This design comes from an exercise in tuning for small area, a short achievable clock period and few clock cycles per item on the open sky130 flow, not from production work. Only simulation tests tie the RTL to the original design; equivalence was not proved. No activity file was given, so power comes from the tool's default toggle rates.

==> flow/run.sh <==
#!/bin/bash
# synth_recipe.tcl (not shown) runs the flow's synth.tcl, then flattens the netlist and writes it again
# the make line also repeats each setting of config.mk as NAME=value (left out here)
make -C /OpenROAD-flow-scripts/flow DESIGN_CONFIG=/design/flow/config.mk WORK_HOME=/design/flow/orfs CLKGATE_MAP_FILE= SYNTH_SCRIPT=/design/flow/synth_recipe.tcl finish
==> flow/config.mk <==
export PLATFORM = sky130hd
export DESIGN_NAME = fz_policer_bank
export DESIGN_NICKNAME = fz_policer_bank
export VERILOG_FILES = /design/flow/design.v
export SDC_FILE = /design/flow/constraint.sdc
export NUM_CORES = 4
export LEC_CHECK = 0
export CAP_MARGIN = 20
export CORE_MARGIN = 2
export CORE_UTILIZATION = 40
export PLACE_DENSITY = 0.6
export SLEW_MARGIN = 20
==> flow/constraint.sdc <==
create_clock -name core_clock -period 26.0 [get_ports {clk}]
set_input_delay 5.2000 -clock core_clock [delete_from_list [all_inputs] [get_ports {clk}]]
set_output_delay 5.2000 -clock core_clock [all_outputs]
set_load 0.01 [all_outputs]
==> flow/design.v <==
module fz_policer_bank (
    input  wire        clk,
    input  wire        rst_n,
    input  wire        cmd_valid,
    output wire        cmd_ready,
    input  wire [1:0]  cmd_op,
    input  wire [1:0]  cmd_idx,
    input  wire [31:0] cmd_time,
    input  wire [13:0] cmd_len,
    input  wire [1:0]  cmd_color,
    input  wire        cmd_aware,
    input  wire [1:0]  cmd_tokens,
    input  wire        cmd_en,
    input  wire        cmd_mode,
    input  wire [15:0] cmd_cir,
    input  wire [15:0] cmd_xir,
    input  wire [15:0] cmd_cbs,
    input  wire [15:0] cmd_xbs,
    input  wire [7:0]  cmd_len_adj,
    output reg         rsp_valid,
    output reg  [1:0]  rsp_op,
    output reg  [1:0]  rsp_color,
    output reg  [1:0]  rsp_status,
    output reg  [47:0] rsp_tc,
    output reg  [47:0] rsp_tx,
    output reg  [31:0] rsp_last
);
    localparam N = 4;
    localparam [1:0] OP_POLICE = 2'd0;
    localparam [1:0] OP_SET    = 2'd1;
    localparam [1:0] OP_READ   = 2'd2;
    localparam [1:0] GREEN  = 2'd0;
    localparam [1:0] YELLOW = 2'd1;
    localparam [1:0] RED    = 2'd2;
    localparam [1:0] ST_OK           = 2'd0;
    localparam [1:0] ST_BAD_PAYLOAD  = 2'd1;
    localparam [1:0] ST_OUT_OF_RANGE = 2'd2;
    localparam [29:0] UNIT = 30'd1000000000;
    reg [N-1:0]    en_q;
    reg [N-1:0]    mode_q;
    reg [N*16-1:0] cir_q;
    reg [N*16-1:0] xir_q;
    reg [N*16-1:0] cbs_q;
    reg [N*16-1:0] xbs_q;
    reg [N*8-1:0]  adj_q;
    reg [N*48-1:0] tc_q;
    reg [N*48-1:0] tx_q;
    reg [N*32-1:0] last_q;
    assign cmd_ready = 1'b1;
    wire accept = cmd_valid & cmd_ready;
    wire        s_en   = en_q[cmd_idx];
    wire        s_mode = mode_q[cmd_idx];
    wire [15:0] s_cir  = cir_q[cmd_idx*16 +: 16];
    wire [15:0] s_xir  = xir_q[cmd_idx*16 +: 16];
    wire [15:0] s_cbs  = cbs_q[cmd_idx*16 +: 16];
    wire [15:0] s_xbs  = xbs_q[cmd_idx*16 +: 16];
    wire [7:0]  s_adj  = adj_q[cmd_idx*8 +: 8];
    wire [47:0] s_tc   = tc_q[cmd_idx*48 +: 48];
    wire [47:0] s_tx   = tx_q[cmd_idx*48 +: 48];
    wire [31:0] s_last = last_q[cmd_idx*32 +: 32];
    wire [31:0]  d_raw = cmd_time - s_last;
    wire [30:0]  d     = d_raw[31] ? 31'd0 : d_raw[30:0];
    wire [53:0]  add_c = s_cir * 7'd125 * d;
    wire [53:0]  add_x = s_xir * 7'd125 * d;
    wire [54:0]  sum_c = {7'd0, s_tc} + {1'b0, add_c};
    wire [54:0]  sum_x = {7'd0, s_tx} + {1'b0, add_x};
    wire [45:0]  cap_c = s_cbs * UNIT;
    wire [45:0]  cap_x = s_xbs * UNIT;
    wire [47:0]  tc_r  = (sum_c > {9'd0, cap_c}) ? {2'd0, cap_c} : sum_c[47:0];
    wire [47:0]  tx_r  = (sum_x > {9'd0, cap_x}) ? {2'd0, cap_x} : sum_x[47:0];
    wire signed [15:0] b_signed = $signed({2'b00, cmd_len}) + 16'sd4 + $signed({{8{s_adj[7]}}, s_adj});
    wire [14:0] b_len  = (b_signed < 16'sd1) ? 15'd1 : b_signed[14:0];
    wire [47:0] b_units = b_len * UNIT;
    wire [1:0] in_col = cmd_aware ? cmd_color : GREEN;
    reg  [1:0]  pol_col;
    reg  [47:0] pol_tc;
    reg  [47:0] pol_tx;
    always @(*) begin
        pol_tc  = tc_r;
        pol_tx  = tx_r;
        pol_col = RED;
        if (s_mode == 1'b0) begin
            if (in_col >= RED || tx_r < b_units) begin
                pol_col = RED;
            end else begin
                pol_tx = tx_r - b_units;
                if (in_col == YELLOW || tc_r < b_units) begin
                    pol_col = YELLOW;
                end else begin
                    pol_tc  = tc_r - b_units;
                    pol_col = GREEN;
                end
            end
        end else begin
            if (in_col == GREEN && tc_r >= b_units) begin
                pol_tc  = tc_r - b_units;
                pol_col = GREEN;
            end else if (in_col < RED && tx_r >= b_units) begin
                pol_tx  = tx_r - b_units;
                pol_col = YELLOW;
            end else begin
                pol_col = RED;
            end
        end
    end
    wire signed [7:0] adj_s = cmd_len_adj;
    wire set_oor = (cmd_tokens == 2'd3);
    wire set_bad = (cmd_cbs < 16'd64) || (cmd_xbs < 16'd64) ||
                   (cmd_mode == 1'b0 && cmd_xir < cmd_cir) ||
                   (adj_s < -8'sd64) || (adj_s > 8'sd63);
    wire [1:0] set_status = set_oor ? ST_OUT_OF_RANGE :
                            set_bad ? ST_BAD_PAYLOAD  : ST_OK;
    wire [45:0] new_cap_c = cmd_cbs * UNIT;
    wire [45:0] new_cap_x = cmd_xbs * UNIT;
    reg [47:0] set_tc;
    reg [47:0] set_tx;
    always @(*) begin
        case (cmd_tokens)
            2'd1: begin
                set_tc = {2'd0, new_cap_c};
                set_tx = {2'd0, new_cap_x};
            end
            2'd2: begin
                set_tc = 48'd0;
                set_tx = 48'd0;
            end
            default: begin
                set_tc = (tc_r > {2'd0, new_cap_c}) ? {2'd0, new_cap_c} : tc_r;
                set_tx = (tx_r > {2'd0, new_cap_x}) ? {2'd0, new_cap_x} : tx_r;
            end
        endcase
    end
    wire do_police = accept && cmd_op == OP_POLICE && s_en;
    wire do_set    = accept && cmd_op == OP_SET && set_status == ST_OK;
    integer i;
    always @(posedge clk) begin
        if (!rst_n) begin
            en_q   <= {N{1'b0}};
            mode_q <= {N{1'b0}};
            cir_q  <= {N*16{1'b0}};
            xir_q  <= {N*16{1'b0}};
            cbs_q  <= {N*16{1'b0}};
            xbs_q  <= {N*16{1'b0}};
            adj_q  <= {N*8{1'b0}};
            tc_q   <= {N*48{1'b0}};
            tx_q   <= {N*48{1'b0}};
            last_q <= {N*32{1'b0}};
        end else begin
            for (i = 0; i < N; i = i + 1) begin
                if (cmd_idx == i) begin
                    if (do_police) begin
                        tc_q[i*48 +: 48]   <= pol_tc;
                        tx_q[i*48 +: 48]   <= pol_tx;
                        last_q[i*32 +: 32] <= cmd_time;
                    end
                    if (do_set) begin
                        en_q[i]            <= cmd_en;
                        mode_q[i]          <= cmd_mode;
                        cir_q[i*16 +: 16]  <= cmd_cir;
                        xir_q[i*16 +: 16]  <= cmd_xir;
                        cbs_q[i*16 +: 16]  <= cmd_cbs;
                        xbs_q[i*16 +: 16]  <= cmd_xbs;
                        adj_q[i*8 +: 8]    <= cmd_len_adj;
                        tc_q[i*48 +: 48]   <= set_tc;
                        tx_q[i*48 +: 48]   <= set_tx;
                        last_q[i*32 +: 32] <= cmd_time;
                    end
                end
            end
        end
    end
    always @(posedge clk) begin
        if (!rst_n) begin
            rsp_valid  <= 1'b0;
            rsp_op     <= 2'd0;
            rsp_color  <= 2'd0;
            rsp_status <= 2'd0;
            rsp_tc     <= 48'd0;
            rsp_tx     <= 48'd0;
            rsp_last   <= 32'd0;
        end else begin
            rsp_valid <= accept;
            if (accept) begin
                rsp_op     <= cmd_op;
                rsp_color  <= s_en ? pol_col : in_col;
                rsp_status <= (cmd_op == OP_SET) ? set_status : ST_OK;
                rsp_tc     <= s_tc;
                rsp_tx     <= s_tx;
                rsp_last   <= s_last;
            end
        end
    end
endmodule
==> results.sh <==
export IMPL_final_nets=18970
export IMPL_drt_wl_total_um=483500
export IMPL_register_area_um2=18880
export IMPL_yosysSeqAreaShare_pct=14.11
export IMPL_path_class="in -> reg"
export IMPL_maxCapViolations=0
export IMPL_worstPathArrival_ns=25.85
export IMPL_cp_num_buf_inv=15
export IMPL_crit_family="compound AO/OA/AOI/OAI gates"
export IMPL_grt_max_degree=224
export IMPL_status="finished clean"
export IMPL_grt_first_pass_wirelength_um=716700
export IMPL_setup_worst_path_start_class="input port"
export IMPL_post_route_drc_count=0
export IMPL_vias_per_cell=5.447
export IMPL_tightest_slew_ns=1.286
export IMPL_gp_congestion=1.007
export IMPL_avgSynthCellArea_um2=8.815
export IMPL_stdcell_area_um2=147400
export IMPL_cts_sinks=943
export IMPL_ys_warnings_count=1
export IMPL_slowest_delay_ns=0.89
export IMPL_yosysTopAreaCell="fa_1"
export IMPL_drt_initial_drc_count=9926
export IMPL_critPathRequiredTime_ns=26.70
export IMPL_synth_area_um2=133800
export IMPL_clk_path_buf_depth=3
export IMPL_synth_top_area_share_pct=31.01
export IMPL_grt_pass1_vias=109000
export IMPL_multi_input_area_um2=102200
export IMPL_hpwl_um=392600
export IMPL_drtPass1Iterations=5
export IMPL_hold_viol=0
export IMPL_coreArea_um2=333200
export IMPL_synth_distinct_cells=122
export IMPL_synth_ff_type="dfxtp_1"
export IMPL_synthCells=15180
export IMPL_htree_levels=3
export IMPL_max_clock_freq_mhz=39.76
export IMPL_ys_async_sr_fraction_pct=0
export IMPL_grt_use_total_pct=28.36
export IMPL_synth_edff_count=0
export IMPL_synthTopCellsByArea="fa_1, dfxtp_1, ha_1"
export IMPL_rows=212
export IMPL_die_area_um2=339100
export IMPL_nFillCells=32810
export IMPL_fin_cells=19800
export IMPL_final_util_pct=44.24
export IMPL_post_place_ws_ns=-0.4340
export IMPL_holdCritPathClass="reg -> reg"
export IMPL_antenna_found_initial=33
export IMPL_vias=107900
export IMPL_rr_worst_depth=78
export IMPL_placed_cells=19580
export IMPL_io_buffers=266
export IMPL_io_pins=268
export IMPL_hold_slack_ns=0.4502
export IMPL_placed_cell_area_um2=143400
export IMPL_drtAntennaViolNets=0
export IMPL_min_delay_path_depth=2
export IMPL_ys_seq_elements=943
export IMPL_slowest_stage="o31ai_2"
export IMPL_critPathMaxFanout=51
export IMPL_chipWidth_um=582.3
export IMPL_drive_gt1_share_pct=7.306
export IMPL_start_util_pct=40.15
export IMPL_slew_violations=0
export IMPL_clk_latency_ns=0.85
export IMPL_wire_per_inst_um=24.42
export IMPL_worst_path_stages=82
export IMPL_cts_tree="yes"
export IMPL_p_leak_nw=69.97
export IMPL_rsz0062_at_grt="yes"
export IMPL_path_clk_slew_ns=0.06
export IMPL_relSlewSlack_pct=13.34
export IMPL_fp_dieH_um=582.3
export IMPL_crit_top_cell="fa_1"
export IMPL_peakVddDrop_v=0.0002254
export IMPL_period_minus_slack_ns=25.15
export IMPL_fin_crit_sh_pct=96.72
export IMPL_cts_inserted_buffers=103
export IMPL_setup_viol=0
export IMPL_power_density_nw_per_um2=92.41
export IMPL_final_setup_skew_ns=0.1648
export IMPL_syn_nets=18830
export IMPL_syn2layout_area_growth_pct=10.16
export IMPL_setup_ws_ns=0.8516
export IMPL_overflow=0
export IMPL_cts_root_buf="clkbuf_16"
export IMPL_cp_end_kind="flip-flop"
export IMPL_cts_hold_buf=0
==> per-layer routing <==
layer	vias to the layer above	share of wire [%]	global-route usage [%]
li1	48540	-	-
met1	53910	40	36.90
met2	4383	44	44.35
met3	1004	8.9	5.885
met4	18	6.4	14.96
met5	-	0.024	0
==> cell usage after synthesis, types with 12 or more instances <==
cell,number
a221oi_4,16
and2_1,71
mux4_2,202
a21oi_1,1047
dfxtp_1,943
and4_1,14
buf_2,24
nor2b_1,65
o21ai_0,474
or2_2,48
xnor2_1,261
or4_1,16
mux2i_1,158
a31o_2,12
o31ai_1,66
a31oi_1,57
nand3_1,233
buf_1,74
ha_1,1452
nand4_1,78
a221oi_2,13
or3_1,79
o211ai_1,15
a21boi_0,13
nor2_1,713
clkbuf_1,578
o21a_1,44
nor3_1,106
o21bai_1,82
nor4_1,26
xor2_1,156
and3_1,85
inv_1,2871
a21o_1,209
a41oi_1,14
fa_1,2072
a211o_1,15
o21ai_1,23
nand2b_1,74
nand2_1,2351
mux2_2,18
a211oi_1,48
==> tightest hold or removal path: cells and delay by family (launching register included) <==
kind / cells / cell delay, ns
AOI/OAI and AO/OA: 1 / 0.05
DFF: 1 / 0.30
and+or+nand+nor: 1 / 0.05
==> logic make-up (layout without fill, tap and decap cells) <==
kind of cell | Yosys count | after routing | synth area share, %
compound gates | 2341 | 2341 | 10.91
xor+xnor | 418 | 418 | 2.742
fa+ha+maj | 3531 | 3531 | 44.64
buf+inv | 3564 | 3787 | 10.08
flops | 943 | 943 | 14.11
mux | 380 | 380 | 4.754
other cells | 1 | 17 | 0.002803
simple gates | 3998 | 3998 | 12.76
==> flip-flops by register name, summed over array words and instances, names as in the netlist <==
| register | flops |
|---|---|
| rsp_tx | 48 |
| last_q | 128 |
| adj_q | 32 |
| rsp_op | 2 |
| rsp_last | 32 |
| xbs_q | 64 |
| xir_q | 64 |
| tx_q | 192 |
| rsp_status | 2 |
| cir_q | 64 |
| tc_q | 192 |
| mode_q | 4 |
| cbs_q | 64 |
| rsp_color | 2 |
| en_q | 4 |
| rsp_valid | 1 |
| rsp_tc | 48 |
==> power by group <==
part           switching (W)  internal (W)  total [W]
Combinational        0.00690       0.00366     0.0106
Clock               0.000709      0.000891    0.00160
Sequential        0.00000407       0.00145    0.00146
Total                0.00762       0.00600     0.0136
==> area by class of cell <==
class,count,area share (%)
Inverter,2872,7.320
Antenna cell,16,0.02717
Multi-Input combinational cell,10670,69.35
Clock inverter,54,0.5162
Sequential cell,943,12.81
Timing Repair Buffer,722,4.295
Clock buffer,139,1.956
Tap cell,4387,3.724
==> layout by cell type (no fill, tap or decap), types with 27 or more instances in the layout <==
master,netlist,layout
nand4_1,78,78
nand2b_1,74,73
clkbuf_16,0,103
nand3_1,233,232
nor2_4,1,27
and3_1,85,84
a21o_1,209,208
nor3_1,106,102
fa_1,2072,2072
o31ai_1,66,63
o21bai_1,82,82
xnor2_1,261,233
xor2_1,156,148
a31oi_1,57,55
nor2b_1,65,65
or3_1,79,79
mux2i_1,158,156
o21ai_1,23,27
o21a_1,44,44
o21ai_0,474,469
mux4_2,202,202
or2_2,48,47
and2_1,71,70
buf_4,8,438
xnor2_2,1,27
ha_1,1452,1452
a211oi_1,48,44
inv_1,2871,2871
a21oi_1,1047,1042
nor2_1,713,676
nand2_1,2351,2347
clkdlybuf4s50_1,0,262
dfxtp_1,943,943
==> through the flow <==
| stage | setup TNS (ns) | power, W |
|---|---|---|
| after global placement | -30.00 | 0.01173 |
| after detailed placement | -42.71 | 0.01172 |
| final | 0 | 0.01362 |
| after floorplan | 0 | 0.008163 |
| after global routing | -0.5576 | 0.01448 |
| after CTS | 0 | 0.01339 |
==> worst paths after layout <==
path / from / endpoint / slack [ns]
setup / recovery: cmd_idx[0] / tc_q[88] / 0.85
hold / removal: cir_q[36] / cir_q[36] / 0.45
setup reg to reg: xir_q[48] / tc_q[88] / 5.23
hold reg to reg: cir_q[36] / cir_q[36] / 0.45
==> what timing repair did <==
action / in CTS / in global routing
resized for setup: 0 / 40
setup buffers: 0 / 10
setup endpoints to repair: 0 / 354
Testbench counts, summed over its fixed seeds: cycles 24,040, items 24,032.

static timing again, ports no longer ideal:
The flow's constraints put no driver on any port. The routed layout listed below was extracted and timed again, unchanged, in two steps. Step 1 assumes that a clkbuf_16 drives the clock port and a buf_2 every other input. Step 2 adds t to the input delays and takes it off the output delays; t is the mean of the earliest and latest rising clock arrival at the registers after step 1. Input paths then give back, and output paths get back, about the clock's delay inside the block. a / b / c = no drivers / after step 1 / after step 2; a / b = the first two.
t, ns: 0.855
slack for setup (ns): 0.852 / 0.886 / 0.030
worst setup path after step 2: input to register
clock arrival spread, ns: 0.164 / 0.165
After both steps setup and hold are still met in this run. For this run, drivers alone change the setup slack by +0.034 ns; drivers and shift together by -0.822 ns.
